Background: an optimization exercise with open tools, aiming at small area and a short achievable clock period. Do not read the settings as production practice.
Where RTL was checked, it was by simulation tests only, not by an equivalence proof against the original.
Function not checked in runs 1 and 8: the RTL went through the layout flow alone.

## flow/design.v (module list and top-level ports; edited modules follow where they fit)
// module hdr_merge: 73 lines
// module hdr_carry: 27 lines
// module hdr_prefix: 25 lines
// module hdr_diff: 11 lines
// module hdr_csa: 1022 lines
module hdr_merge (
    input  wire        clk,
    input  wire        rst,         
    input  wire        in_valid,
    input  wire        depth,       
    input  wire [1:0]  nexp,        
    input  wire [11:0] code_l,
    input  wire        cg_l,
    input  wire [11:0] code_m,
    input  wire        cg_m,
    input  wire [11:0] code_s,
    input  wire        cg_s,
    input  wire [15:0] dark_l,      
    input  wire [15:0] dark_m,
    input  wire [15:0] dark_s,
    input  wire [31:0] ratio_m,     
    input  wire [31:0] ratio_s,     
    output reg         out_valid,
    output reg  [23:0] lin,
    output reg  [1:0]  lin_src      
);
  // ...
==> flow/flow/run.sh <==
#!/bin/bash
set -euo pipefail
MARGIN=7.5
PORTBUF=sky130_fd_sc_hd__buf_1
POLFIX=1
R=orfs/results/$FLOW_PLATFORM/hdr_merge/base
LIB=$FLOW_HOME/platforms/$FLOW_PLATFORM/lib/sky130_fd_sc_hd__tt_025C_1v80.lib
KNOBS=("SETUP_SLACK_MARGIN=$MARGIN" "BUFFER_PORTS_ARGS=-buffer_cell $PORTBUF")

bash standard.sh synth "${KNOBS[@]}" > synth.log 2>&1
if [[ $POLFIX == 1 ]]; then
  cp $R/1_2_yosys.v 1_2_yosys_standard.v
  python3 flow/polfix.py 1_2_yosys_standard.v polfix.v "$LIB" > polfix.log 2>&1
  cp polfix.v $R/1_2_yosys.v
  rm -f $R/1_synth.odb
  bash standard.sh synth "${KNOBS[@]}" > synth_odb.log 2>&1
fi
bash standard.sh finish "${KNOBS[@]}" > finish.log 2>&1
==> flow/flow/polfix.py <==
#!/usr/bin/env python3
"""Remove inverters around full adders in a Yosys gate netlist.

A full adder is self-dual: FA(~a, ~b, ~c) = (~cout, ~sum). So each fa cell may
be "flipped": it is fed the complements of its inputs and its outputs then
carry the complements of its original outputs. This pass picks flips that
lower the number of inverters needed, then rewrites the netlist with one
inverter per signal whose complement some load still needs.

usage: polfix.py IN.v OUT.v LIBERTY
"""
import re, sys, random

src, dst, lib = sys.argv[1], sys.argv[2], sys.argv[3]

# output pins of each cell, from the liberty file
outs = {}
cur = None
pin = None
for line in open(lib):
    m = re.match(r'\s*cell\s*\(\s*"?([\w]+)"?\s*\)', line)
    if m:
        cur = m.group(1); outs[cur] = set(); continue
    m = re.match(r'\s*pin\s*\(\s*"?([\w]+)"?\s*\)', line)
    if m:
        pin = m.group(1); continue
    m = re.match(r'\s*direction\s*:\s*"?(\w+)"?', line)
    if m and cur and pin:
        if m.group(1) == 'output':
            outs[cur].add(pin)

text = open(src).read()
mstart = text.index('module ')
hdr_end = text.index(';', mstart) + 1
body = text[hdr_end:text.rindex('endmodule')]

cell_re = re.compile(r'^\s*(sky130_fd_sc_hd__\w+)\s+(\S+)\s*\((.*?)\);\s*$', re.S | re.M)
decl_lines = []
cells = []   # [type, name, [(pin, net)]]
pos = 0
for m in cell_re.finditer(body):
    decl_lines.append(body[pos:m.start()])
    pos = m.end()
    pins = [(p, n.strip()) for p, n in re.findall(r'\.(\w+)\(([^()]*)\)', m.group(3))]
    cells.append([m.group(1), m.group(2), pins])
decl_lines.append(body[pos:])
decls = ''.join(decl_lines)
assert 'assign' not in decls, 'netlist has assign statements'

ports = set()
for m in re.finditer(r'^\s*(input|output|inout)\s+(\[[^\]]*\]\s*)?(.*?);', decls, re.M):
    for n in m.group(3).split(','):
        ports.add(n.strip())
def is_port(net):
    return net.split('[')[0].strip() in ports or net in ports

def is_inv(t):
    return re.match(r'sky130_fd_sc_hd__(clk)?inv(lp)?_\d+$', t) is not None
def is_fa(t):
    return re.match(r'sky130_fd_sc_hd__fa_\d+$', t) is not None
FA_IN = ('A', 'B', 'CIN')
FA_OUT = ('COUT', 'SUM')

driver = {}
for ci, (t, n, pins) in enumerate(cells):
    for p, net in pins:
        if p in outs[t]:
            driver[net] = (ci, p)

# an inverter is removable unless its output is a port
removable = set()
for ci, (t, n, pins) in enumerate(cells):
    if is_inv(t):
        d = dict(pins)
        if not is_port(d['Y']) and not d['A'].startswith("1'"):
            removable.add(ci)

# base(net) -> (base net, parity)
memo = {}
def base(net):
    if net in memo: return memo[net]
    d = driver.get(net)
    if d is not None and d[0] in removable:
        a = dict(cells[d[0]][2])['A']
        b, q = base(a)
        r = (b, q ^ 1)
    else:
        r = (net, 0)
    memo[net] = r
    return r

fas = [ci for ci, c in enumerate(cells) if is_fa(c[0])]
flippable = set()
for ci in fas:
    d = dict(cells[ci][2])
    if not any(is_port(d[p]) for p in FA_OUT) and not any(d[p].startswith("1'") for p in FA_IN):
        flippable.add(ci)

# loads per base: list of (cell, pin, parity of the net it is on)
loads = {}
for ci, (t, n, pins) in enumerate(cells):
    if ci in removable: continue
    for p, net in pins:
        if p in outs[t] or net.startswith("1'") or net == '':
            continue
        b, q = base(net)
        loads.setdefault(b, []).append((ci, p, q))
# port outputs that are driven through a removable inverter chain stay as they are,
# since only non-port inverter outputs are removable.

flip = {ci: 0 for ci in fas}
def avail(b):
    d = driver.get(b)
    if d is not None and d[0] in flip:
        return flip[d[0]]
    return 0
def cost_b(b):
    a = avail(b)
    need = set()
    for ci, p, q in loads.get(b, []):
        need.add(q ^ (flip[ci] if ci in flip else 0))
    return 1 if (a ^ 1) in need else 0

# bases an FA touches
touch = {}
for ci in fas:
    d = dict(cells[ci][2])
    bs = set(base(d[p])[0] for p in FA_IN)
    bs |= set(d[p] for p in FA_OUT)
    touch[ci] = bs

allb = set(loads) | set(driver)
total = sum(cost_b(b) for b in allb)
start = total
# simulated annealing over the flips, then a greedy clean-up
import math
rng = random.Random(1)
order = sorted(flippable)
best = total; best_flip = dict(flip)
T0, T1, steps = 2.0, 0.05, 200 * max(1, len(order))
for k in range(steps if order else 0):
    T = T0 * (T1 / T0) ** (k / steps)
    ci = order[rng.randrange(len(order))]
    bs = touch[ci]
    before = sum(cost_b(b) for b in bs)
    flip[ci] ^= 1
    after = sum(cost_b(b) for b in bs)
    dlt = after - before
    if dlt <= 0 or rng.random() < math.exp(-dlt / T):
        total += dlt
        if total < best:
            best = total; best_flip = dict(flip)
    else:
        flip[ci] ^= 1
flip = best_flip
total = sum(cost_b(b) for b in allb)
improved = True
while improved:
    improved = False
    for ci in order:
        bs = touch[ci]
        before = sum(cost_b(b) for b in bs)
        flip[ci] ^= 1
        after = sum(cost_b(b) for b in bs)
        if after < before:
            total += after - before; improved = True
        else:
            flip[ci] ^= 1

n_inv_before = len(removable)
# rewrite
newnets = []
invcells = []
compl = {}
def phys(b, pol):
    """net carrying base b in polarity pol (0 true)."""
    a = avail(b)
    if pol == a:
        return b
    if b not in compl:
        nn = f'_pf{len(compl)}_'
        compl[b] = nn
        newnets.append(nn)
        invcells.append(['sky130_fd_sc_hd__inv_1', f'_pfi{len(invcells)}_', [('A', b), ('Y', nn)]])
    return compl[b]

out_cells = []
for ci, (t, n, pins) in enumerate(cells):
    if ci in removable: continue
    f = flip.get(ci, 0)
    np_ = []
    for p, net in pins:
        if p in outs[t] or net.startswith("1'") or net == '':
            np_.append((p, net)); continue
        b, q = base(net)
        np_.append((p, phys(b, q ^ f)))
    out_cells.append([t, n, np_])
out_cells += invcells

def esc(net):
    # an escaped identifier ends at white space
    return net + ' ' if net.startswith('\\') else net

res = [text[:hdr_end], decls.rstrip('\n'), '\n']
for nn in newnets:
    res.append(f'  wire {nn};\n')
for t, n, pins in out_cells:
    res.append(f'  {t} {n} (\n' + ',\n'.join(f'    .{p}({esc(net)})' for p, net in pins) + '\n  );\n')
res.append('endmodule\n')
open(dst, 'w').write(''.join(res))
print(f'polfix: {len(fas)} fa cells, {sum(flip.values())} flipped; inverters {n_inv_before} -> {len(invcells)} '
      f'(cost {start} -> {total})', file=sys.stderr)
==> flow/standard.sh <==
#!/bin/bash
# synth_recipe.tcl (not shown) runs the flow's synth.tcl, then flattens the netlist and writes it again
# the make line also repeats each setting of config.mk as NAME=value (left out here)
make -C /OpenROAD-flow-scripts/flow DESIGN_CONFIG=/design/flow/config.mk WORK_HOME=/design/flow/orfs CLKGATE_MAP_FILE= SYNTH_SCRIPT=/design/flow/synth_recipe.tcl "${@:-finish}"
==> flow/config.mk <==
export PLATFORM = sky130hd
export DESIGN_NAME = hdr_merge
export DESIGN_NICKNAME = hdr_merge
export VERILOG_FILES = /design/flow/design.v
export SDC_FILE = /design/flow/constraint.sdc
export NUM_CORES = 4
export LEC_CHECK = 0
export CAP_MARGIN = 20
export CORE_MARGIN = 2
export CORE_UTILIZATION = 50
export SLEW_MARGIN = 20
==> flow/constraint.sdc <==
create_clock -name core_clock -period 13.0 [get_ports {clk}]
set_input_delay 2.6000 -clock core_clock [delete_from_list [all_inputs] [get_ports {clk}]]
set_output_delay 2.6000 -clock core_clock [all_outputs]
set_load 0.01 [all_outputs]
==> results.cfg, run 1 <==
[cells_and_area]
layout_common_cells = inv_1 (185), buf_1 (178), fa_1 (175), xnor2_1 (154), nor2_1 (133)
clk_share_pct = 1.36
area_dominant_class = multi-input gates
multi_input_gates = 1632
drive_above_1_share_pct = 17.7
fin_cells = 2737
multi_input_area_share_pct = 70.3
multi_input_area_sq_um = 15400
top_regs = r1_ratio x32, r2_p x24, r2_g x23

[timing]
period_needed_ns = 6.03
max_clock_freq_mhz = 166
drv_slew = 0
tightestPinTransition_ns = 0.859
skew_ns = 0.0127
rsz0062_at_grt = true
fin_crit_sh_pct = 46.4

[critical_path]
critPathCapture = r2_sat
crit_start = r1_cg
worstPathArrival_ns = 6.26
crit_cells = 26
cp-end-kind = register

[floorplanning]
rows = 68

[drt]
dr.pass1.iters = 5
drt_iter0_drc = 1217

[outcome]
outcome = timing/DRC/antenna clean

[clock_network]
ctsHtreeMaxLevel = 3

[logic_synthesis]
synth_cells = 2063

[placed_design]
io_buffer_count = 183
gp_congestion = 0.922

[min_path]
min_to = lin_src[0]
==> module hdr_merge, before the edit <==
module hdr_merge (
    input  wire        clk,
    input  wire        rst,         
    input  wire        in_valid,
    input  wire        depth,       
    input  wire [1:0]  nexp,        
    input  wire [11:0] code_l,
    input  wire        cg_l,
    input  wire [11:0] code_m,
    input  wire        cg_m,
    input  wire [11:0] code_s,
    input  wire        cg_s,
    input  wire [15:0] dark_l,      
    input  wire [15:0] dark_m,
    input  wire [15:0] dark_s,
    input  wire [31:0] ratio_m,     
    input  wire [31:0] ratio_s,     
    output reg         out_valid,
    output reg  [23:0] lin,
    output reg  [1:0]  lin_src      
);
    wire [18:0] x_l, x_m, x_s;
    hdr_diff u_diff_l (.depth(depth), .code(code_l), .cg(cg_l), .dark(dark_l), .x(x_l));
    hdr_diff u_diff_m (.depth(depth), .code(code_m), .cg(cg_m), .dark(dark_m), .x(x_m));
    hdr_diff u_diff_s (.depth(depth), .code(code_s), .cg(cg_s), .dark(dark_s), .x(x_s));
    wire hi_l = cg_l & ~x_l[18] & (x_l[17] | x_l[16] | (&x_l[15:13]));
    wire hi_m = cg_m & ~x_m[18] & (x_m[17] | x_m[16] | (&x_m[15:13]));
    wire use_l = (nexp[1] == 1'b0) | ~hi_l;
    wire use_m = ~use_l & (nexp == 2'd3) & ~hi_m;
    reg        r1_valid;
    reg [18:0] r1_x;
    reg        r1_cg;
    reg [31:0] r1_ratio;
    reg [1:0]  r1_src;
    always @(posedge clk) begin
        if (rst) r1_valid <= 1'b0;
        else     r1_valid <= in_valid;
        r1_x     <= use_l ? x_l  : use_m ? x_m  : x_s;
        r1_cg    <= use_l ? cg_l : use_m ? cg_m : cg_s;
        r1_ratio <= use_l ? 32'h0001_0000 : use_m ? ratio_m : ratio_s;
        r1_src   <= use_l ? 2'd0 : use_m ? 2'd1 : 2'd2;
    end
    wire [14:0] xq = r1_cg ? r1_x[15:1] : r1_x[18:4];
    wire [14:0] v  = r1_x[18] ? 15'd0 : (r1_cg & (|r1_x[17:16])) ? 15'h7FFF : xq;
    wire [23:0] ca, cb;
    wire        c16, z0, z1;
    hdr_csa u_csa (.v(v), .ratio(r1_ratio), .ca(ca), .cb(cb), .c16(c16), .z0(z0), .z1(z1));
    wire [23:0] p = ca ^ cb;
    wire [23:0] g = {ca[23:1] & cb[23:1], (ca[0] & cb[0]) | (p[0] & c16)};
    wire        g24, p24;
    hdr_carry u_carry (.p(p), .g({g[23:1], ca[0] & cb[0]}), .go(g24), .po(p24));
    wire        c40 = g24 | (p24 & c16);
    wire        sat_d = ~(c40 ? z1 : z0);
    reg        r2_valid;
    reg [23:0] r2_p, r2_g;
    reg        r2_c, r2_sat;
    always @(posedge clk) begin
        if (rst) r2_valid <= 1'b0;
        else     r2_valid <= r1_valid;
        r2_p    <= p;
        r2_g    <= g;
        r2_c    <= c16;
        r2_sat  <= sat_d;
    end
    wire [23:0] cy;
    hdr_prefix u_prefix (.p(r2_p), .g(r2_g), .c(cy));
    wire [23:0] sum = r2_p ^ {cy[22:0], r2_c};
    always @(*) begin
        out_valid = r2_valid;
        lin       = r2_sat ? 24'hFFFFFF : sum;
    end
    always @(posedge clk) lin_src <= r1_src;
endmodule
==> run 2, diff against run 1 <==
--- a/flow/design.v
+++ b/flow/design.v
@@ -50,9 +50,7 @@
     wire        g24, p24;
     hdr_carry u_carry (.p(p), .g({g[23:1], ca[0] & cb[0]}), .go(g24), .po(p24));
-    wire        c40 = g24 | (p24 & c16);
-    wire        sat_d = ~(c40 ? z1 : z0);
     reg        r2_valid;
     reg [23:0] r2_p, r2_g;
-    reg        r2_c, r2_sat;
+    reg        r2_c, r2_g24, r2_p24, r2_z0, r2_z1;
     always @(posedge clk) begin
         if (rst) r2_valid <= 1'b0;
@@ -61,12 +59,17 @@
         r2_g    <= g;
         r2_c    <= c16;
-        r2_sat  <= sat_d;
+        r2_g24  <= g24;
+        r2_p24  <= p24;
+        r2_z0   <= z0;
+        r2_z1   <= z1;
     end
     wire [23:0] cy;
     hdr_prefix u_prefix (.p(r2_p), .g(r2_g), .c(cy));
     wire [23:0] sum = r2_p ^ {cy[22:0], r2_c};
+    wire        c40 = r2_g24 | (r2_p24 & r2_c);
+    wire        sat = ~(c40 ? r2_z1 : r2_z0);
     always @(*) begin
         out_valid = r2_valid;
-        lin       = r2_sat ? 24'hFFFFFF : sum;
+        lin       = sat ? 24'hFFFFFF : sum;
     end
     always @(posedge clk) lin_src <= r1_src;
--- a/flow/flow/run.sh
+++ b/flow/flow/run.sh
@@ -1,5 +1,5 @@
 #!/bin/bash
 set -euo pipefail
-MARGIN=7.5
+MARGIN=6.5
 PORTBUF=sky130_fd_sc_hd__buf_1
 POLFIX=1
==> results.cfg, run 2 <==
[placed_design]
gp_congestion = 0.921
dp_cells = 2577
hpwl_um = 40600
io_buffer_count = 183
dp_slack_ns = 5.55

[timing]
hold_violations = 0
drv_slew = 0
finalSetupViolations = 0
max_clock_freq_mhz = 159
fin_crit_sh_pct = 48.3
whs_ns = 0.324
period_needed_ns = 6.28
skew_ns = 0.0102
worst_slack_ns = 6.72
tightestPinTransition_ns = 1.05
rsz0062_at_grt = true
relSlewSlack_pct = 30.1
tns_ns = 0

[clock_network]
holdBufCountCts = 0
worstSkewPairLatency_ns = 0.39
clk_path_buf_depth = 2
cts_tree = built
root_buffer = clkbuf_16
clock-sinks = 109
cts_buffers = 9
ctsHtreeMaxLevel = 3
clk_pin_slew_ns = 0.08

[cells_and_area]
fin_cells = 2609
top_regs = r1_ratio x32, r2_p x24, r2_g x23
area_growth_pct = 7.96
diodes = 0
nNetsFinal = 2622
layout_common_cells = xnor2_1 (191), fa_1 (187), buf_1 (182), inv_1 (176), ha_1 (133)
drive_above_1_share_pct = 5.87
final_common_cell = xnor2_1
largest_reg_flops = 32
max_flop_register = r1_ratio

[critical_path]
required_ns = 13.34
critPathMaxFanout = 44
cp_common_cell = fa_1
slowest_delay_ns = 0.61
worstPathCellList = buf_4 -> clkinvlp_4 -> buf_4 -> o221a_2 -> ha_2 -> inv_1 -> o22a_1 -> fa_1 -> inv_1 -> fa_1 -> fa_1 -> fa_1 -> ha_1 -> nand4_1 -> nor2_1 -> a21oi_1 -> o211ai_1 -> nor3_1 -> a211oi_1 -> a21o_1
start_kind = register
cp-end-kind = register
slowest_stage = fa_1
worstPathArrival_ns = 6.62
worst_path_dominant_cell_family = adder cells
worst-path-buf-inv = 5
critPathKind = register to register

[global_route]
grt-ovfl-total = 0
grt_pass1_wl_um = 81600
gr-usage-all-layers_pct = 28.3
first_global_vias = 15000
grt_max_degree = 54
antenna_found_initial = 1

[drt]
drt_iter0_drc = 1282
num_vias = 15400
vias_per_cell = 5.90
routed_wirelength_um = 50800
wl_per_cell_um = 19.5
ant_nets = 0
dr.pass1.iters = 5
drc = 0

[floorplanning]
die_w_um = 192
core_sq_um = 35300
rows = 69
die_h_um = 192
floorplan.initialDensity_pct = 50.3
die_area_sq_um = 37000
io_pins = 184

[logic_synthesis]
postSynthAreaPerCell_sq_um = 8.67
yosys_warnings = 2
synth_cells = 2048
syn_nets = 2527
synth_area_sq_um = 17800

[min_path]
hold_class = register to register

[outcome]
outcome = timing/DRC/antenna clean

[flow_run]
maxCapViolations = 0
-- run 2: timing repair --
| item | in CTS | in global routing |
|---|---|---|
| cloned | 2 | 2 |
| resized for setup | 8 | 15 |
| setup buffers | 0 | 12 |
| pin swaps | 1 | 1 |
| setup endpoints to repair | 58 | 33 |
-- run 2: final timing paths --
kind / startpoint / to / slack (ns) / depth (start not counted)
max: r1_x[18] / r2_g[0] / 6.72 / 20
min: r1_src[1] / lin_src[1] / 0.32 / 0
max reg2reg: r1_x[18] / r2_g[0] / 6.72 / 20
min reg2reg: r1_src[1] / lin_src[1] / 0.32 / 0
-- run 2: final cells by class --
class                   instances  area (sq um)
flip-flops and latches        109          2190
multi-input cells            1620         14400
repair buffers                219           983
inverters                     181           698
well taps                     461           577
clock buffers                   9           225
clock inverters                 7          77.6
repair inverters                3          20.0
fillers                      3355         16100
-- run 2: metrics by stage --
step | utilization (%) | instance area [sq um]
CTS | 53.9 | 19000
detailed placement | 52.9 | 18700
global placement | 52.9 | 18700
global route | 54.3 | 19200
floorplan | - | 17800
finish | 54.3 | 19200
-- run 2: layer usage --
layer / track usage (%) / wire, um / up-vias
met5: 0 / 0 / -
met4: 5.64 / 665 / 0
met3: 4.36 / 3580 / 44
met2: 44.7 / 22600 / 537
met1: 40.9 / 23900 / 7480
li1: - / - / 7321
-- run 2: worst register-to-register path, cell delays in order, from the launching register on --
cell	delay, ns
dfxtp_1	0.31
buf_4	0.42
clkinvlp_4	0.36
buf_4	0.21
o221a_2	0.15
ha_2	0.57
inv_1	0.37
o22a_1	0.33
fa_1	0.52
inv_1	0.06
fa_1	0.42
fa_1	0.61
fa_1	0.44
ha_1	0.30
nand4_1	0.11
nor2_1	0.15
a21oi_1	0.08
o211ai_1	0.15
nor3_1	0.08
a211oi_1	0.41
a21o_1	0.18
==> run 3, diff against run 2 <==
--- a/flow/flow/run.sh
+++ b/flow/flow/run.sh
@@ -1,5 +1,5 @@
 #!/bin/bash
 set -euo pipefail
-MARGIN=6.5
+MARGIN=7.4
 PORTBUF=sky130_fd_sc_hd__buf_1
 POLFIX=1
==> results.cfg, run 3 <==
[outcome]
outcome = timing/DRC/antenna clean

[min_path]
hold_class = register to register

[timing]
skew_ns = 0.0127
tns_ns = 0
max_clock_freq_mhz = 181
rsz0062_at_grt = true
drv_slew = 0
relSlewSlack_pct = 39.4
tightestPinTransition_ns = 0.909
hold_violations = 0
fin_crit_sh_pct = 42.5
finalSetupViolations = 0
period_needed_ns = 5.53

[global_route]
grt_pass1_wl_um = 87500
grt_max_degree = 48
grt-ovfl-total = 0
antenna_found_initial = 0
gr-usage-all-layers_pct = 30.8
first_global_vias = 15900

[cells_and_area]
diodes = 0
final_common_cell = buf_1
largest_reg_flops = 32
max_flop_register = r1_ratio
fin_cells = 2699
top_regs = r1_ratio x32, r2_p x24, r2_g x23
nNetsFinal = 2712
area_growth_pct = 19.6
drive_above_1_share_pct = 15.0
post-route-util_pct = 60.1
layout_common_cells = buf_1 (182), xnor2_1 (180), fa_1 (177), inv_1 (174), nor2_1 (116)

[floorplanning]
die_area_sq_um = 37000
die_w_um = 192
core_sq_um = 35300
rows = 69
io_pins = 184
floorplan.initialDensity_pct = 50.3
die_h_um = 192

[critical_path]
worstPathArrival_ns = 5.80
critPathMaxFanout = 6
start_kind = input port
crit_cells = 15
worst-path-buf-inv = 4
crit_start = depth
reg2reg_to = r2_g[0]
worstPathCellList = clkbuf_8 -> bufbuf_16 -> mux2_2 -> ha_4 -> a21oi_2 -> o21ai_2 -> a22oi_2 -> a21oi_1 -> a211oi_4 -> a31oi_4 -> o221ai_4 -> buf_12 -> buf_12 -> mux2_4 -> mux2_4
r2r_slack_ns = 7.53
required_ns = 13.28
critPathKind = input port to register
slowest_stage = mux2_2
rr_startpoint = r1_x[17]
worst_path_dominant_cell_family = compound AO/OA/AOI/OAI gates
slowest_delay_ns = 0.35
cp-end-kind = register
critPathCapture = r1_x[1]
r2r_cells = 22

[placed_design]
dp_cells = 2578
hpwl_um = 40800
io_buffer_count = 183
gp_congestion = 0.921

[clock_network]
root_buffer = clkbuf_16
cts_tree = built
ctsHtreeMaxLevel = 3
clock-sinks = 109
clk_pin_slew_ns = 0.08
clk_path_buf_depth = 2
holdBufCountCts = 0
cts_buffers = 9
worstSkewPairLatency_ns = 0.39

[drt]
drc = 0
routed_wirelength_um = 56800
dr.pass1.iters = 6
ant_nets = 0
wl_per_cell_um = 21.0
vias_per_cell = 6.01
drt_iter0_drc = 1399
num_vias = 16200

[logic_synthesis]
postSynthAreaPerCell_sq_um = 8.67
synth_area_sq_um = 17800
yosys_warnings = 2
syn_nets = 2527
synth_cells = 2048

[flow_run]
maxCapViolations = 0
run 3: per-stage QoR:
| stage | setup WS (ns) | cell area, sq um | hold WS (ns) |
|---|---|---|---|
| final | 7.47 | 21200 | 0.334 |
| after floorplan | 7.40 | 17800 | 0.310 |
| after global routing | 7.27 | 21200 | 0.337 |
| after CTS | 7.37 | 20100 | 0.331 |
| after global placement | 5.75 | 18700 | 0.317 |
| after detailed placement | 5.54 | 18700 | 0.319 |
run 3: what timing repair did:
item                                    4_1_cts  5_1_grt
resized for setup                           101      124
endpoints found under the setup margin      107       62
gates cloned                                 12        8
buffers inserted                             47       38
pin swaps                                    15       57
run 3: layer usage:
layer  vias up  share of wire, %  track usage [%]  wire length (um)
li1       7498                 -                -                 -
met1      7918                44             42.5             25200
met2       698                44             47.6             25000
met3       112               8.5             6.96              4810
met4         0               3.3             10.1              1850
met5         -                 0                0                 0
run 3: worst min path at each step:
stage               startpoint          to  depth (start not counted)
CTS                  r1_src[1]  lin_src[1]                          0
global placement     r1_src[0]  lin_src[0]                          0
detailed placement   r1_src[1]  lin_src[1]                          0
global route         r1_src[1]  lin_src[1]                          0
floorplan            r1_src[0]  lin_src[0]                          0
finish               r1_src[1]  lin_src[1]                          0
run 3: layout make-up:
| class | instances | area (sq um) |
|---|---|---|
| Timing Repair Buffer | 308 | 2110 |
| Multi-Input combinational cell | 1621 | 15300 |
| Clock inverter | 7 | 96.3 |
| Clock buffer | 9 | 225 |
| Tap cell | 461 | 577 |
| Sequential cell | 109 | 2190 |
| Inverter | 181 | 702 |
| Timing Repair inverter | 3 | 20.0 |
| Fill cell | 3199 | 14100 |
==> run 4, diff against run 3 <==
--- a/flow/flow/run.sh
+++ b/flow/flow/run.sh
@@ -1,5 +1,5 @@
 #!/bin/bash
 set -euo pipefail
-MARGIN=7.4
+MARGIN=7
 PORTBUF=sky130_fd_sc_hd__buf_1
 POLFIX=1
==> results.cfg, run 4 <==
[drt]
routed_wirelength_um = 52400
drc = 0
drt_iter0_drc = 1255
num_vias = 15700
ant_nets = 0
wl_per_cell_um = 20.0
dr.pass1.iters = 6
vias_per_cell = 6.00

[timing]
fin_crit_sh_pct = 45.0
finalSetupViolations = 0
max_clock_freq_mhz = 171
whs_ns = 0.336
period_needed_ns = 5.86
drv_slew = 0
relSlewSlack_pct = 29.6
skew_ns = 0.00801
hold_violations = 0
tns_ns = 0
tightestPinTransition_ns = 1.05
rsz0062_at_grt = true

[clock_network]
cts_buffers = 9
cts_tree = built
holdBufCountCts = 0
worstSkewPairLatency_ns = 0.38
clock-sinks = 109
ctsHtreeMaxLevel = 3
root_buffer = clkbuf_16
clk_path_buf_depth = 2
clk_pin_slew_ns = 0.09

[critical_path]
slowest_stage = mux2_2
worstPathArrival_ns = 6.13
cp-end-kind = register
critPathKind = input port to register
r2r_cells = 19
r2r_slack_ns = 7.25
start_kind = input port
slowest_delay_ns = 0.37
worst_path_dominant_cell_family = compound AO/OA/AOI/OAI gates
rr_startpoint = r1_x[18]
critPathMaxFanout = 47
cp_common_cell = mux2_2
worstPathCellList = buf_12 -> mux2_2 -> ha_1 -> a21o_1 -> a22o_4 -> o211ai_1 -> nand3_1 -> xor2_1 -> a31oi_1 -> o221ai_4 -> clkbuf_16 -> mux2_4 -> mux2_2
required_ns = 13.27
reg2reg_to = r2_g24
worst-path-buf-inv = 2

[cells_and_area]
finalInstanceArea_sq_um = 19500
largest_reg_flops = 32
area_growth_pct = 9.89
nNetsFinal = 2632
final_common_cell = xnor2_1
diodes = 0
max_flop_register = r1_ratio
top_regs = r1_ratio x32, r2_p x24, r2_g x23
layout_common_cells = xnor2_1 (191), fa_1 (187), buf_1 (182), inv_1 (175), ha_1 (131)
drive_above_1_share_pct = 7.32

[placed_design]
placed_area_sq_um = 18700
gp_congestion = 0.916
io_buffer_count = 183
hpwl_um = 40300

[global_route]
grt_pass1_wl_um = 82600
antenna_found_initial = 0
grt-ovfl-total = 0
grt_max_degree = 54
first_global_vias = 15100
gr-usage-all-layers_pct = 28.5

[floorplanning]
die_h_um = 192
rows = 69
die_area_sq_um = 37000
die_w_um = 192
floorplan.initialDensity_pct = 50.3
core_sq_um = 35300
io_pins = 184

[outcome]
outcome = timing/DRC/antenna clean

[min_path]
hold_class = register to register
min_to = lin_src[1]
worstHoldStart = r1_src[1]
hold_depth = 0

[flow_run]
maxCapViolations = 0

[logic_synthesis]
syn_nets = 2527
synth_area_sq_um = 17800
yosys_warnings = 2
postSynthAreaPerCell_sq_um = 8.67
synth_cells = 2048
==> run 4: worst max-delay path by stage <==
stage,cells past startpoint,to,startpoint,slack (ns)
after floorplan,24,r2_g24,r1_cg,7.10
after global placement,12,r1_x[1],depth,5.70
after detailed placement,12,r1_x[1],depth,5.54
after CTS,19,r2_g24,r1_cg,6.87
after global routing,20,r2_g24,r1_x[16],6.96
final,13,r1_x[1],depth,7.14
==> run 4: layer usage <==
metal,wire length [um],track usage (%),vias up
li1,-,-,7329
met1,24300,40.9,7730
met2,23100,45.0,591
met3,3920,4.95,68
met4,1020,5.87,0
met5,0,0,-
==> run 4: what timing repair did <==
| action | CTS | global route |
|---|---|---|
| endpoints found under the setup margin | 105 | 43 |
| setup buffers | 7 | 10 |
| pin swaps | 1 | 2 |
| cloned | 4 | 6 |
| endpoints found under the hold margin | 0 | 0 |
| resized for setup | 27 | 51 |
==> run 4: final cells by class <==
cell class / instances / area, sq um
multi-input combinational: 1621 / 14600
clock inverter: 7 / 82.6
tap: 461 / 577
timing repair buffer: 228 / 1150
fill: 3314 / 15800
clock buffer: 9 / 225
sequential: 109 / 2190
inverter: 181 / 701
timing repair inverter: 3 / 20.0
==> run 4: per-stage QoR <==
stage	utilization, %	setup slack [ns]	std cells
floorplan	-	7.10	2048
global placement	52.9	5.70	2576
detailed placement	52.9	5.54	2576
CTS	54.3	6.87	2603
global route	55.3	6.96	2619
finish	55.3	7.14	2619
==> run 5, diff against run 4 <==
--- a/flow/config.mk
+++ b/flow/config.mk
@@ -8,4 +8,4 @@
 export CAP_MARGIN = 20
 export CORE_MARGIN = 2
-export CORE_UTILIZATION = 50
+export CORE_UTILIZATION = 65
 export SLEW_MARGIN = 20
==> results.cfg, run 5 <==
[outcome]
outcome = timing/DRC/antenna clean

[cells_and_area]
top_regs = r1_ratio x32, r2_p x24, r2_g x23
drive_above_1_share_pct = 6.87
max_flop_register = r1_ratio
largest_reg_flops = 32
nNetsFinal = 2627
finalInstanceArea_sq_um = 19300
final_common_cell = xnor2_1
area_growth_pct = 8.89
diodes = 0
layout_common_cells = xnor2_1 (191), fa_1 (187), buf_1 (182), inv_1 (176), ha_1 (132)

[flow_run]
maxCapViolations = 0

[global_route]
gr-usage-all-layers_pct = 36.0
antenna_found_initial = 0
grt_pass1_wl_um = 82000
grt-ovfl-total = 0
first_global_vias = 15700
grt_max_degree = 49

[timing]
fin_crit_sh_pct = 46.1
tns_ns = 0
finalSetupViolations = 0
rsz0062_at_grt = true
worst_slack_ns = 7.00
max_clock_freq_mhz = 167
period_needed_ns = 6.00
hold_violations = 0
relSlewSlack_pct = 20.6
skew_ns = 0.0124
drv_slew = 0
tightestPinTransition_ns = 1.19

[placed_design]
dp_slack_ns = 5.69
hpwl_um = 38900
gp_congestion = 0.977
placed_area_sq_um = 18500
io_buffer_count = 183

[floorplanning]
die_area_sq_um = 28700
io_pins = 184
core_sq_um = 26900
die_h_um = 169
floorplan.initialDensity_pct = 66.1
rows = 60
die_w_um = 169

[min_path]
hold_class = register to register

[critical_path]
start_kind = register
critPathMaxFanout = 44
worstPathArrival_ns = 6.25
critPathKind = register to register
required_ns = 13.25
cp-end-kind = register

[drt]
dr.pass1.iters = 6
num_vias = 15900
drc = 0
wl_per_cell_um = 20.4
ant_nets = 0
routed_wirelength_um = 50800
drt_iter0_drc = 1346
vias_per_cell = 6.36

[clock_network]
clk_path_buf_depth = 2
clk_pin_slew_ns = 0.09
clock-sinks = 109
root_buffer = clkbuf_16
worstSkewPairLatency_ns = 0.38
cts_buffers = 9
ctsHtreeMaxLevel = 3
cts_tree = built
holdBufCountCts = 0

[logic_synthesis]
synth_cells = 2048
syn_nets = 2527
synth_area_sq_um = 17800
postSynthAreaPerCell_sq_um = 8.67
yosys_warnings = 2
[run 5: metal layers]
metal  global-route usage, %  share of wire [%]  vias up
met4                    9.92                2.5        0
met2                    58.9                 46      765
met1                    49.2                 43     7675
li1                        -                  -     7318
met3                    6.62                9.2      109
met5                       0                  0        -
[run 5: stage by stage]
step | instances | hold slack [ns] | utilization [%]
final | 2494 | 0.338 | 71.9
after floorplan | 2048 | 0.310 | -
after detailed placement | 2456 | 0.315 | 68.9
after global routing | 2494 | 0.344 | 71.9
after global placement | 2456 | 0.314 | 68.9
after CTS | 2489 | 0.342 | 71.1
[run 5: final cells by class]
cell class                      instances  area, sq um
Clock buffer                            9          225
Inverter                              181          698
Clock inverter                          7         98.8
Fill cell                            2165         7540
Sequential cell                       109         2180
Multi-Input combinational cell       1621        14600
Tap cell                              341          427
Timing Repair inverter                  3         20.0
Timing Repair Buffer                  223         1120
[run 5: worst paths after layout]
| path | startpoint | end | slack [ns] | cells after the start |
|---|---|---|---|---|
| setup / recovery | r1_x[18] | r2_g24 | 7.00 | 20 |
| setup reg to reg | r1_x[18] | r2_g24 | 7.00 | 20 |
| hold / removal | r1_src[1] | lin_src[1] | 0.34 | 0 |
| hold reg to reg | r1_src[1] | lin_src[1] | 0.34 | 0 |
[run 5: worst max-delay path, stage by stage, from the launching register on]
cell,delay (ns)
dfxtp_1,0.33
buf_6,0.33
clkinvlp_4,0.25
buf_4,0.19
o221a_2,0.15
or3_1,0.39
a21oi_1,0.34
buf_4,0.29
a22oi_1,0.13
fa_1,0.55
inv_1,0.07
fa_1,0.44
fa_1,0.55
fa_1,0.43
ha_1,0.33
a21o_1,0.20
nand2_1,0.06
a21oi_1,0.08
o31a_1,0.32
o21ai_1,0.26
o211ai_1,0.14
[run 5: repair_timing]
action / in CTS / in global routing
setup endpoints to repair: 64 / 39
resized for setup: 32 / 36
buffers inserted: 13 / 2
gates cloned: 4 / 3
pin swaps: 3 / 0
==> run 6, diff against run 5 <==
--- a/flow/flow/run.sh
+++ b/flow/flow/run.sh
@@ -1,5 +1,5 @@
 #!/bin/bash
 set -euo pipefail
-MARGIN=7
+MARGIN=7.25
 PORTBUF=sky130_fd_sc_hd__buf_1
 POLFIX=1
--- a/flow/config.mk
+++ b/flow/config.mk
@@ -8,4 +8,4 @@
 export CAP_MARGIN = 20
 export CORE_MARGIN = 2
-export CORE_UTILIZATION = 65
+export CORE_UTILIZATION = 50
 export SLEW_MARGIN = 20
==> results.cfg, run 6 <==
[critical_path]
start_kind = input port
critPathKind = input port to register
worstPathArrival_ns = 5.92
slowest_stage = mux2_2
required_ns = 13.28
worst-path-buf-inv = 3
worst_path_dominant_cell_family = compound AO/OA/AOI/OAI gates
worstPathCellList = clkbuf_16 -> mux2_2 -> ha_1 -> a21o_1 -> a22o_4 -> o211ai_4 -> a31oi_2 -> o31ai_4 -> nand2b_1 -> o221ai_4 -> buf_4 -> bufbuf_16 -> a31oi_1 -> o21ai_1
slowest_delay_ns = 0.35
cp-end-kind = register
critPathMaxFanout = 26

[drt]
wl_per_cell_um = 20.1
dr.pass1.iters = 7
ant_nets = 0
routed_wirelength_um = 53100
vias_per_cell = 5.89
drc = 0
num_vias = 15600
drt_iter0_drc = 1260

[cells_and_area]
top_regs = r1_ratio x32, r2_p x24, r2_g x23
drive_above_1_share_pct = 9.08
max_flop_register = r1_ratio
area_growth_pct = 12.4
fillers = 3298
layout_common_cells = xnor2_1 (191), fa_1 (186), buf_1 (182), inv_1 (175), ha_1 (130)
regArea_sq_um = 2190
post-route-util_pct = 56.5
multi_input_area_sq_um = 14700
largest_reg_flops = 32
final_common_cell = xnor2_1
nNetsFinal = 2655
fin_cells = 2642
finalInstanceArea_sq_um = 20000
diodes = 0

[placed_design]
gp_congestion = 0.925
dp_slack_ns = 5.61
placed_area_sq_um = 18700
hpwl_um = 40300
io_buffer_count = 183
dp_cells = 2577

[timing]
relSlewSlack_pct = 31.1
drv_slew = 0
rsz0062_at_grt = true
tns_ns = 0
worst_slack_ns = 7.36
tightestPinTransition_ns = 1.03
skew_ns = 0.0124
max_clock_freq_mhz = 177
hold_violations = 0
fin_crit_sh_pct = 43.4
finalSetupViolations = 0
period_needed_ns = 5.64

[logic_synthesis]
synth_cells = 2048
postSynthAreaPerCell_sq_um = 8.67
yosys_warnings = 2
syn_nets = 2527
synth_area_sq_um = 17800

[clock_network]
holdBufCountCts = 0
clock-sinks = 109
clk_pin_slew_ns = 0.07
ctsHtreeMaxLevel = 3
worstSkewPairLatency_ns = 0.40
cts_tree = built
root_buffer = clkbuf_16
clk_path_buf_depth = 2
cts_buffers = 9

[floorplanning]
rows = 69
io_pins = 184
die_w_um = 192
floorplan.initialDensity_pct = 50.3
core_sq_um = 35300
die_h_um = 192
die_area_sq_um = 37000

[global_route]
grt-ovfl-total = 0
grt_pass1_wl_um = 83200
gr-usage-all-layers_pct = 29.2
grt_max_degree = 48
antenna_found_initial = 0
first_global_vias = 15300

[outcome]
outcome = timing/DRC/antenna clean

[flow_run]
maxCapViolations = 0

[min_path]
hold_class = register to register
[run 6: worst register-to-register path, stage by stage (launching register included)]
cell        delay (ns)
dfxtp_2           0.36
nor2_4            0.15
buf_4             0.14
nand2_4           0.09
o22ai_4           0.14
nor2_1            0.09
ha_4              0.15
or3_1             0.38
buf_12            0.19
clkinvlp_4        0.16
buf_8             0.16
xnor2_1           0.15
o22ai_1           0.13
ha_2              0.21
fa_1              0.48
fa_1              0.61
fa_1              0.45
ha_1              0.31
a21oi_1           0.14
nor2b_1           0.06
o21ai_0           0.19
o211ai_1          0.19
a21oi_1           0.19
a211oi_2          0.06
buf_4             0.17
a21o_1            0.16
[run 6: layer usage]
metal / track usage (%) / vias up / wire [um]
met3: 4.86 / 65 / 3630
met1: 41.1 / 7580 / 24800
met4: 7.43 / 0 / 955
li1: - / 7371 / -
met5: 0 / - / 0
met2: 46.6 / 540 / 23800
[run 6: final timing paths]
kind,cells after the start,startpoint,endpoint,slack (ns)
worst min-delay path,0,r1_src[1],lin_src[1],0.33
worst min register to register,0,r1_src[1],lin_src[1],0.33
worst max register to register,25,r1_x[17],r2_g[0],7.40
worst max-delay path,14,depth,r1_x[17],7.36
[run 6: cell type report]
type,count,area share (%)
Multi-Input combinational cell,1621,73.7
Sequential cell,109,11.0
Timing Repair Buffer,251,7.22
Inverter,181,3.51
Tap cell,461,2.89
Clock buffer,9,1.13
Clock inverter,7,0.502
Timing Repair inverter,3,0.100
[run 6: per-stage QoR]
stage | hold slack (ns)
final | 0.335
after global routing | 0.345
after CTS | 0.341
after detailed placement | 0.322
after global placement | 0.317
after floorplan | 0.310
[run 6: what timing repair did]
action                                  4_1_cts  5_1_grt
cloned                                        9        4
pin swaps                                     3       13
resized for setup                            60       50
buffers inserted                             16       20
endpoints found under the setup margin      106       52
==> run 7, diff against run 6 <==
--- a/flow/flow/run.sh
+++ b/flow/flow/run.sh
@@ -6,5 +6,5 @@
 R=orfs/results/$FLOW_PLATFORM/hdr_merge/base
 LIB=$FLOW_HOME/platforms/$FLOW_PLATFORM/lib/sky130_fd_sc_hd__tt_025C_1v80.lib
-KNOBS=("SETUP_SLACK_MARGIN=$MARGIN" "BUFFER_PORTS_ARGS=-buffer_cell $PORTBUF")
+KNOBS=("SETUP_SLACK_MARGIN=$MARGIN" "BUFFER_PORTS_ARGS=-buffer_cell $PORTBUF" "RECOVER_POWER=100")
 
 bash standard.sh synth "${KNOBS[@]}" > synth.log 2>&1
==> results.cfg, run 7 <==
[outcome]
outcome = timing/DRC/antenna clean

[floorplanning]
io_pins = 184
floorplan.initialDensity_pct = 50.3
die_h_um = 192
die_w_um = 192
core_sq_um = 35300
die_area_sq_um = 37000
rows = 69

[placed_design]
gp_congestion = 0.925
hpwl_um = 40300
io_buffer_count = 183
dp_cells = 2577

[cells_and_area]
max_flop_register = r1_ratio
drive_above_1_share_pct = 8.02
top_regs = r1_ratio x32, r2_p x24, r2_g x23
nNetsFinal = 2655
fillers = 3327
diodes = 0
final_common_cell = xnor2_1
area_growth_pct = 11.2
largest_reg_flops = 32
layout_common_cells = xnor2_1 (191), fa_1 (187), buf_1 (182), inv_1 (175), ha_1 (131)
fin_cells = 2642

[global_route]
antenna_found_initial = 0
grt_max_degree = 48
grt_pass1_wl_um = 83200
gr-usage-all-layers_pct = 29.2
first_global_vias = 15300
grt-ovfl-total = 0

[drt]
routed_wirelength_um = 53100
wl_per_cell_um = 20.1
dr.pass1.iters = 5
num_vias = 15600
ant_nets = 0
vias_per_cell = 5.89
drt_iter0_drc = 1270
drc = 0

[timing]
hold_violations = 0
tightestPinTransition_ns = 1.40
fin_crit_sh_pct = 63.7
drv_slew = 0
period_needed_ns = 8.29
skew_ns = 0.0124
rsz0062_at_grt = true
tns_ns = 0
finalSetupViolations = 0
max_clock_freq_mhz = 121
relSlewSlack_pct = 6.34

[critical_path]
worst_path_dominant_cell_family = buffers and inverters
slowest_delay_ns = 0.97
slowest_stage = clkbuf_1
worstPathCellList = clkbuf_1 -> clkinvlp_2 -> o221a_2 -> ha_1 -> nor4_1 -> clkbuf_1 -> clkbuf_1 -> clkbuf_1 -> xor2_1 -> a32oi_1 -> fa_1 -> fa_1 -> fa_1 -> inv_1 -> fa_1 -> ha_1 -> a21o_1 -> a21o_1 -> a21oi_1 -> o211ai_1
worst-path-buf-inv = 6
required_ns = 13.26
critPathMaxFanout = 22
start_kind = register
cp-end-kind = register
critPathKind = register to register
worstPathArrival_ns = 8.54

[clock_network]
holdBufCountCts = 0
root_buffer = clkbuf_16
cts_buffers = 9
clk_pin_slew_ns = 0.08
ctsHtreeMaxLevel = 3
worstSkewPairLatency_ns = 0.40
cts_tree = built
clk_path_buf_depth = 2
clock-sinks = 109

[logic_synthesis]
synth_cells = 2048
syn_nets = 2527
synth_area_sq_um = 17800
postSynthAreaPerCell_sq_um = 8.67
yosys_warnings = 2

[min_path]
hold_class = register to register

[flow_run]
maxCapViolations = 0
[run 7: layout make-up]
class / instances / area [sq um] / area share (%)
clock buffer: 9 / 225 / 1.14
clock inverter: 7 / 100 / 0.507
inverter: 181 / 698 / 3.54
multi-input combinational: 1621 / 14600 / 74.0
sequential: 109 / 2190 / 11.1
tap: 461 / 577 / 2.92
timing repair buffer: 251 / 1320 / 6.70
timing repair inverter: 3 / 17.5 / 0.0887
[run 7: what timing repair did]
item                       in CTS  in global routing
gates resized for setup        60                 50
hold endpoints to repair        0                  0
pin swaps                       3                 13
buffers inserted               16                 20
cloned                          9                  4
setup endpoints to repair     106                 52
[run 7: path summary, 6_finish.rpt]
check | startpoint | to | slack, ns | depth (start not counted)
worst max-delay path | r1_x[18] | r2_g24 | 4.71 | 20
worst min-delay path | r1_src[1] | lin_src[1] | 0.33 | 0
worst max register to register | r1_x[18] | r2_g24 | 4.71 | 20
worst min register to register | r1_src[1] | lin_src[1] | 0.33 | 0
[run 7: metal layers]
layer | share of wire, % | vias up | global-route usage, %
li1 | - | 7379 | -
met5 | 0 | - | 0
met4 | 1.8 | 0 | 7.43
met2 | 45 | 527 | 46.6
met3 | 6.4 | 63 | 4.86
met1 | 47 | 7589 | 41.1
[run 7: stage by stage]
stage | area (sq um) | worst slack [ns] | util [%] | hold WS (ns)
6_report | 19700 | 4.71 | 55.9 | 0.335
5_1_grt | 19700 | 4.32 | 55.9 | 0.345
4_1_cts | 19500 | 7.25 | 55.3 | 0.341
3_5_place_dp | 18700 | 5.61 | 52.9 | 0.322
3_3_place_gp | 18700 | 5.68 | 52.9 | 0.317
2_1_floorplan | 17800 | 7.24 | - | 0.310
==> module hdr_diff, before the edit <==
module hdr_diff (
    input  wire        depth,
    input  wire [11:0] code,
    input  wire        cg,
    input  wire [15:0] dark,
    output wire [18:0] x
);
    wire [17:0] code16 = depth ? {code, 6'd0} : {2'd0, code, 4'd0};
    wire [17:0] a      = {code16[17:4], cg ? 4'd1 : 4'd8};
    assign x = {1'b0, a} - {3'b000, dark};
endmodule
==> run 8, diff against run 7 <==
--- a/flow/design.v
+++ b/flow/design.v
@@ -136,5 +136,6 @@
     wire [17:0] code16 = depth ? {code, 6'd0} : {2'd0, code, 4'd0};
     wire [17:0] a      = {code16[17:4], cg ? 4'd1 : 4'd8};
-    assign x = {1'b0, a} - {3'b000, dark};
+    wire [18:0] y      = {3'b000, dark} + ~{1'b0, a};
+    assign x = ~y;
 endmodule
 module hdr_csa (
--- a/flow/flow/run.sh
+++ b/flow/flow/run.sh
@@ -6,5 +6,5 @@
 R=orfs/results/$FLOW_PLATFORM/hdr_merge/base
 LIB=$FLOW_HOME/platforms/$FLOW_PLATFORM/lib/sky130_fd_sc_hd__tt_025C_1v80.lib
-KNOBS=("SETUP_SLACK_MARGIN=$MARGIN" "BUFFER_PORTS_ARGS=-buffer_cell $PORTBUF" "RECOVER_POWER=100")
+KNOBS=("SETUP_SLACK_MARGIN=$MARGIN" "BUFFER_PORTS_ARGS=-buffer_cell $PORTBUF")
 
 bash standard.sh synth "${KNOBS[@]}" > synth.log 2>&1
==> results.cfg, run 8 <==
[outcome]
outcome = timing/DRC/antenna clean

[critical_path]
r2r_slack_ns = 6.96
crit_start = r1_x[16]
critPathMaxFanout = 5
critPathKind = register to register
cp-end-kind = register
start_kind = register
rr_startpoint = r1_x[16]
worstPathArrival_ns = 6.31
required_ns = 13.28

[min_path]
worstHoldStart = r1_src[0]
hold_class = register to register

[timing]
fin_crit_sh_pct = 46.5
tns_ns = 0
finalSetupViolations = 0
whs_ns = 0.333
max_clock_freq_mhz = 166
period_needed_ns = 6.04
tightestPinTransition_ns = 0.924
hold_violations = 0
rsz0062_at_grt = true
relSlewSlack_pct = 38.3
drv_slew = 0
skew_ns = 0.00701

[global_route]
first_global_vias = 15800
antenna_found_initial = 1
grt-ovfl-total = 0
grt_max_degree = 44
grt_pass1_wl_um = 87100
gr-usage-all-layers_pct = 30.8

[clock_network]
cts_tree = built
cts_buffers = 9
clock-sinks = 109
clk_path_buf_depth = 2
root_buffer = clkbuf_16
ctsHtreeMaxLevel = 3
holdBufCountCts = 0
clk_pin_slew_ns = 0.08
worstSkewPairLatency_ns = 0.39

[floorplanning]
io_pins = 184
rows = 68
die_area_sq_um = 36800
die_w_um = 192
floorplan.initialDensity_pct = 50.9
die_h_um = 192
core_sq_um = 34600

[cells_and_area]
nNetsFinal = 2668
largest_reg_flops = 32
final_common_cell = buf_1
fin_cells = 2649
max_flop_register = r1_ratio
top_regs = r1_ratio x32, r2_p x24, r2_g x23
layout_common_cells = buf_1 (182), fa_1 (175), xnor2_1 (174), inv_1 (136), nor2_1 (128)
drive_above_1_share_pct = 12.8
diodes = 0
area_growth_pct = 17.9

[drt]
num_vias = 16000
routed_wirelength_um = 56200
drc = 0
wl_per_cell_um = 21.2
drt_iter0_drc = 1132
ant_nets = 0
dr.pass1.iters = 5
vias_per_cell = 6.02

[flow_run]
maxCapViolations = 0

[logic_synthesis]
synth_cells = 2027
synth_area_sq_um = 17600
postSynthAreaPerCell_sq_um = 8.69
syn_nets = 2506
yosys_warnings = 2

[placed_design]
hpwl_um = 41300
dp_cells = 2548
io_buffer_count = 183
gp_congestion = 0.919
-- run 8: cell type report --
class | instances | area (sq um)
Sequential cell | 109 | 2190
Fill cell | 3126 | 13900
Multi-Input combinational cell | 1637 | 15100
Timing Repair inverter | 2 | 16.3
Inverter | 143 | 598
Clock inverter | 6 | 62.6
Clock buffer | 10 | 239
Tap cell | 455 | 569
Timing Repair Buffer | 287 | 1970
-- run 8: what timing repair did --
action                     in CTS  in global routing
pin swaps                      25                 41
buffers inserted               42                 25
setup endpoints to repair     107                 59
gates cloned                   13                  5
resized for setup             103                 77
-- run 8: worst max-delay path: stages (launching register included) --
cell	delay (ns)
dfxtp_4	0.36
or3b_4	0.46
buf_12	0.16
o22ai_4	0.14
nor2_4	0.05
ha_4	0.16
or3_4	0.46
buf_6	0.16
xnor2_4	0.15
a22oi_2	0.12
fa_2	0.59
inv_2	0.04
fa_2	0.38
fa_1	0.49
fa_1	0.61
ha_4	0.22
a21o_1	0.16
a21o_1	0.16
a21o_1	0.16
a21o_1	0.15
a21o_1	0.15
a21o_1	0.15
a21o_1	0.20
a21oi_2	0.16
o21ai_1	0.07
-- run 8: final timing paths --
check,to,cells after the start
worst max-delay path,r2_g24,24
worst min-delay path,lin_src[0],0
worst max register to register,r2_g24,24
worst min register to register,lin_src[0],0
-- run 8: metal layers --
layer  GRT usage (%)  share of wire, %
met5               0                 0
met4            10.1               2.9
met3            4.95               7.1
met2            48.8                45
met1            42.8                45
-- run 8: stage by stage --
| step | area (sq um) | util, % | setup slack [ns] |
|---|---|---|---|
| floorplan | 18000 | - | 7.24 |
| global placement | 18600 | 53.8 | 5.66 |
| finish | 20800 | 60.0 | 6.96 |
| CTS | 20100 | 57.9 | 7.09 |
| global route | 20800 | 60.0 | 6.81 |
| detailed placement | 18600 | 53.8 | 5.46 |
==> run 9, diff against run 8 <==
--- a/flow/design.v
+++ b/flow/design.v
@@ -136,6 +136,5 @@
     wire [17:0] code16 = depth ? {code, 6'd0} : {2'd0, code, 4'd0};
     wire [17:0] a      = {code16[17:4], cg ? 4'd1 : 4'd8};
-    wire [18:0] y      = {3'b000, dark} + ~{1'b0, a};
-    assign x = ~y;
+    assign x = {1'b0, a} - {3'b000, dark};
 endmodule
 module hdr_csa (
==> flow/flow/run.sh (replaced) <==
#!/bin/bash
# The standard layout with these changes, none to the clock or the constraints:
#  - synthesis: the standard synthesis runs first; then the same script runs
#    again with one change, Yosys's synth -noabc for its "fine" step, so that
#    the full adders Yosys extracts keep the polarity the RTL writes them in.
#    That netlist's flip-flops are given the standard synthesis's instance
#    names (flow/ffnames.py checks the two hold the same flip-flops, by Q net
#    and cell type); if they differ, the standard netlist is used instead;
#  - flow/polfix.py removes inverters left between full adders by feeding
#    some full adders the complements of their inputs (a full adder is
#    self-dual); flip-flops are untouched;
#  - ports are buffered with buf_1 cells instead of the default delay buffers;
set -euo pipefail
MARGIN=7
PORTBUF=sky130_fd_sc_hd__buf_1
R=orfs/results/$FLOW_PLATFORM/hdr_merge/base
LIB=$FLOW_HOME/platforms/$FLOW_PLATFORM/lib/sky130_fd_sc_hd__tt_025C_1v80.lib
KNOBS=("SETUP_SLACK_MARGIN=$MARGIN" "BUFFER_PORTS_ARGS=-buffer_cell $PORTBUF")

bash standard.sh synth "${KNOBS[@]}" > synth_standard.log 2>&1
cp $R/1_2_yosys.v 1_2_yosys_standard.v

# the same synthesis script, with synth -noabc in its fine step
sed 's/^\(  synth -top \$::env(DESIGN_NAME) -run fine:\) /\1 -noabc /' \
  "$FLOW_HOME/scripts/synth.tcl" > synth_noabc.tcl
sed "s#source \$::env(SCRIPTS_DIR)/synth.tcl#source $PWD/synth_noabc.tcl#" \
  synth_recipe.tcl > synth_recipe_noabc.tcl
NET=1_2_yosys_standard.v
if grep -q -- '-run fine: -noabc' synth_noabc.tcl && grep -q "synth_noabc.tcl" synth_recipe_noabc.tcl; then
  rm -f $R/1_2_yosys.v $R/1_synth.odb
  if bash standard.sh synth "${KNOBS[@]}" "SYNTH_SCRIPT=$PWD/synth_recipe_noabc.tcl" > synth_noabc.log 2>&1 \
     && cp $R/1_2_yosys.v 1_2_yosys_noabc.v \
     && python3 flow/ffnames.py 1_2_yosys_standard.v 1_2_yosys_noabc.v 1_2_yosys_named.v > ffnames.log 2>&1; then
    NET=1_2_yosys_named.v
  fi
fi
echo "netlist: $NET" > netlist_choice.log
python3 flow/polfix.py $NET polfix.v "$LIB" > polfix.log 2>&1
cp polfix.v $R/1_2_yosys.v
rm -f $R/1_synth.odb
bash standard.sh synth "${KNOBS[@]}" > synth_odb.log 2>&1
bash standard.sh finish "${KNOBS[@]}" > finish.log 2>&1
==> flow/flow/ffnames.py (new file) <==
#!/usr/bin/env python3
"""Give the flip-flops of a netlist the instance names the standard synthesis
gave them, matching each flip-flop by the net on its Q pin.

usage: ffnames.py STANDARD.v NEW.v OUT.v
Exits 1 (and writes nothing) unless both netlists hold the same flip-flops:
the same Q nets, each in the same cell type."""
import re, sys

std, new, out = sys.argv[1:4]
cell_re = re.compile(r'^(\s*)(sky130_fd_sc_hd__\w+)\s+(\S+)(\s*\((.*?)\);)', re.S | re.M)

def ffs(text):
    r = {}
    for m in cell_re.finditer(text):
        t, n, body = m.group(2), m.group(3), m.group(5)
        if not re.match(r'sky130_fd_sc_hd__(df|sdf|edf)', t):
            continue
        q = re.search(r'\.Q\(([^()]*)\)', body).group(1).strip()
        assert q not in r, q
        r[q] = (t, n)
    return r

ts, tn = open(std).read(), open(new).read()
fs, fn = ffs(ts), ffs(tn)
if set(fs) != set(fn) or any(fs[q][0] != fn[q][0] for q in fs):
    print('ffnames: flip-flops differ from the standard synthesis', file=sys.stderr)
    sys.exit(1)
rename = {fn[q][1]: fs[q][1] for q in fs}
others = set(m.group(3) for m in cell_re.finditer(tn)) - set(rename)
assert not (others & set(rename.values())), 'name clash'

def sub(m):
    n = m.group(3)
    if n in rename:
        nn = rename[n]
        sep = ' ' if nn.startswith('\\') else ''
        return f'{m.group(1)}{m.group(2)} {nn}{sep}{m.group(4)}'
    return m.group(0)
open(out, 'w').write(cell_re.sub(sub, tn))
print(f'ffnames: {len(rename)} flip-flops renamed to the standard names', file=sys.stderr)
==> results.cfg, run 9 <==
[outcome]
outcome = timing/DRC/antenna clean

[critical_path]
critPathCapture = r2_g24
start_kind = register
r2r_cells = 23
cp-end-kind = register
rr_startpoint = r1_x[17]
required_ns = 13.25
r2r_slack_ns = 6.95
critPathKind = register to register
reg2reg_to = r2_g24
crit_start = r1_x[17]
worstPathArrival_ns = 6.31
critPathMaxFanout = 17

[cells_and_area]
finalInstanceArea_sq_um = 19600
post-route-util_pct = 58.5
nNetsFinal = 2500
diodes = 0
top_regs = r1_ratio x32, r2_p x24, r2_g x23
area_growth_pct = 15.1
layout_common_cells = xnor2_1 (215), buf_1 (182), o22ai_1 (167), fa_1 (153), ha_1 (134)
final_common_cell = xnor2_1
largest_reg_flops = 32
drive_above_1_share_pct = 13.3
max_flop_register = r1_ratio

[placed_design]
gp_congestion = 0.874
placed_area_sq_um = 18000
dp_slack_ns = 5.66
io_buffer_count = 183
hpwl_um = 37900

[logic_synthesis]
syn_nets = 2362
synth_area_sq_um = 17000
synth_cells = 1879
postSynthAreaPerCell_sq_um = 9.07
yosys_warnings = 2

[timing]
fin_crit_sh_pct = 46.6
max_clock_freq_mhz = 165
tightestPinTransition_ns = 1.04
worst_slack_ns = 6.95
hold_violations = 0
rsz0062_at_grt = true
period_needed_ns = 6.05
drv_slew = 0
skew_ns = 0.0198
tns_ns = 0
finalSetupViolations = 0
relSlewSlack_pct = 30.3

[floorplanning]
rows = 67
io_pins = 184
floorplan.initialDensity_pct = 50.8
core_sq_um = 33500
die_w_um = 189
die_area_sq_um = 35600
die_h_um = 189

[drt]
drt_iter0_drc = 1000
vias_per_cell = 6.08
drc = 0
ant_nets = 0
wl_per_cell_um = 21.0
dr.pass1.iters = 5
num_vias = 15000
routed_wirelength_um = 51900

[clock_network]
ctsHtreeMaxLevel = 3
worstSkewPairLatency_ns = 0.38
clock-sinks = 109
root_buffer = clkbuf_16
clk_pin_slew_ns = 0.08
cts_buffers = 9
clk_path_buf_depth = 2
cts_tree = built

[flow_run]
maxCapViolations = 0

[global_route]
grt_max_degree = 55
gr-usage-all-layers_pct = 28.6
first_global_vias = 15400
antenna_found_initial = 0
grt-ovfl-total = 0
grt_pass1_wl_um = 80400

[min_path]
hold_class = register to register
==> run 9: repair_timing <==
item                                    in CTS  in global routing
gates cloned                                 7                  4
buffers inserted                            40                  9
hold buffers                                 0                  0
pin swaps                                   40                 42
resized for setup                           79                 72
endpoints found under the setup margin      63                 26
==> run 9: area by class of cell <==
cell class              instances  area, sq um
well taps                     448          561
multi-input cells            1519        14500
repair inverters                1         16.3
fillers                      3061        13900
repair buffers                265         1590
clock buffers                   9          225
clock inverters                 6         82.6
inverters                     112          440
flip-flops and latches        109         2190
==> run 9: per-layer routing <==
| metal | track usage, % | up-vias | part of all wire (%) |
|---|---|---|---|
| met3 | 4.38 | 124 | 6.2 |
| met4 | 13.3 | 0 | 4.1 |
| met5 | 0 | - | 0 |
| met2 | 47.7 | 597 | 48 |
| li1 | - | 6998 | - |
| met1 | 36.5 | 7281 | 42 |
==> run 9: worst max-delay path: stages, from the launching register on <==
cell	delay (ns)
dfxtp_2	0.35
or3b_4	0.47
buf_6	0.16
buf_12	0.12
o221a_2	0.27
ha_1	0.23
nor3_4	0.17
buf_4	0.15
bufbuf_16	0.30
xnor2_1	0.10
o22ai_1	0.24
fa_2	0.52
fa_1	0.42
fa_1	0.50
fa_1	0.51
ha_1	0.35
a21o_1	0.18
a21oi_2	0.12
nor2b_1	0.05
o21ai_1	0.13
nand2b_1	0.08
a21oi_2	0.13
o31ai_2	0.09
a221o_1	0.29
==> run 9: worst min path at each step <==
stage / cells past startpoint / startpoint / endpoint / slack [ns]
floorplan: 0 / r1_src[0] / lin_src[0] / 0.31
global placement: 0 / r1_src[1] / lin_src[1] / 0.31
detailed placement: 0 / r1_src[0] / lin_src[0] / 0.32
CTS: 0 / r1_src[0] / lin_src[0] / 0.34
global route: 0 / r1_src[0] / lin_src[0] / 0.34
finish: 0 / r1_src[0] / lin_src[0] / 0.34
==> run 9: stage by stage <==
step,hold slack [ns],instances
floorplan,0.310,1879
global placement,0.311,2394
detailed placement,0.318,2394
CTS,0.337,2456
global route,0.339,2469
finish,0.337,2469

[static timing again, ports no longer ideal]
Ports are ideal in the flow. The routed layouts listed here were re-timed in OpenROAD. Step 1, drivers: a clkbuf_16 drives clk and a buf_2 each remaining input, both assumed. Step 2 moves the port delays by t, midway between the first and last clock arrival at a register: inputs arrive t later, outputs are due t later. That takes back most of the time a late clock gives input paths. Slacks: ideal ports / drivers / drivers and shift; pairs: ideal ports / drivers.
run	shift t [ns]	slack for setup (ns)	worst register clock-pin slew, ns	worst slew at a driven data input, ns
run 1	0.427	6.974 / 6.974 / 6.870	0.08 / 0.08	0.05
run 2	0.436	6.724 / 6.724 / 6.339	0.08 / 0.08	0.05
run 3	0.440	7.474 / 7.490 / 7.051	0.08 / 0.08	0.05
run 4	0.428	7.144 / 7.132 / 6.704	0.09 / 0.09	0.06
run 5	0.428	7.005 / 7.005 / 6.784	0.09 / 0.09	0.04
run 6	0.453	7.361 / 7.297 / 6.844	0.09 / 0.09	0.12
run 7	0.455	4.715 / 4.715 / 4.715	0.09 / 0.09	0.09
run 8	0.441	6.960 / 6.960 / 6.921	0.08 / 0.08	0.06
run 9	0.413	6.948 / 6.948 / 6.693	0.09 / 0.09	0.11
After both steps setup and hold are still met in every run listed. For run 6, which loses most, drivers alone change the setup slack by -0.064 ns; drivers and shift together by -0.517 ns.
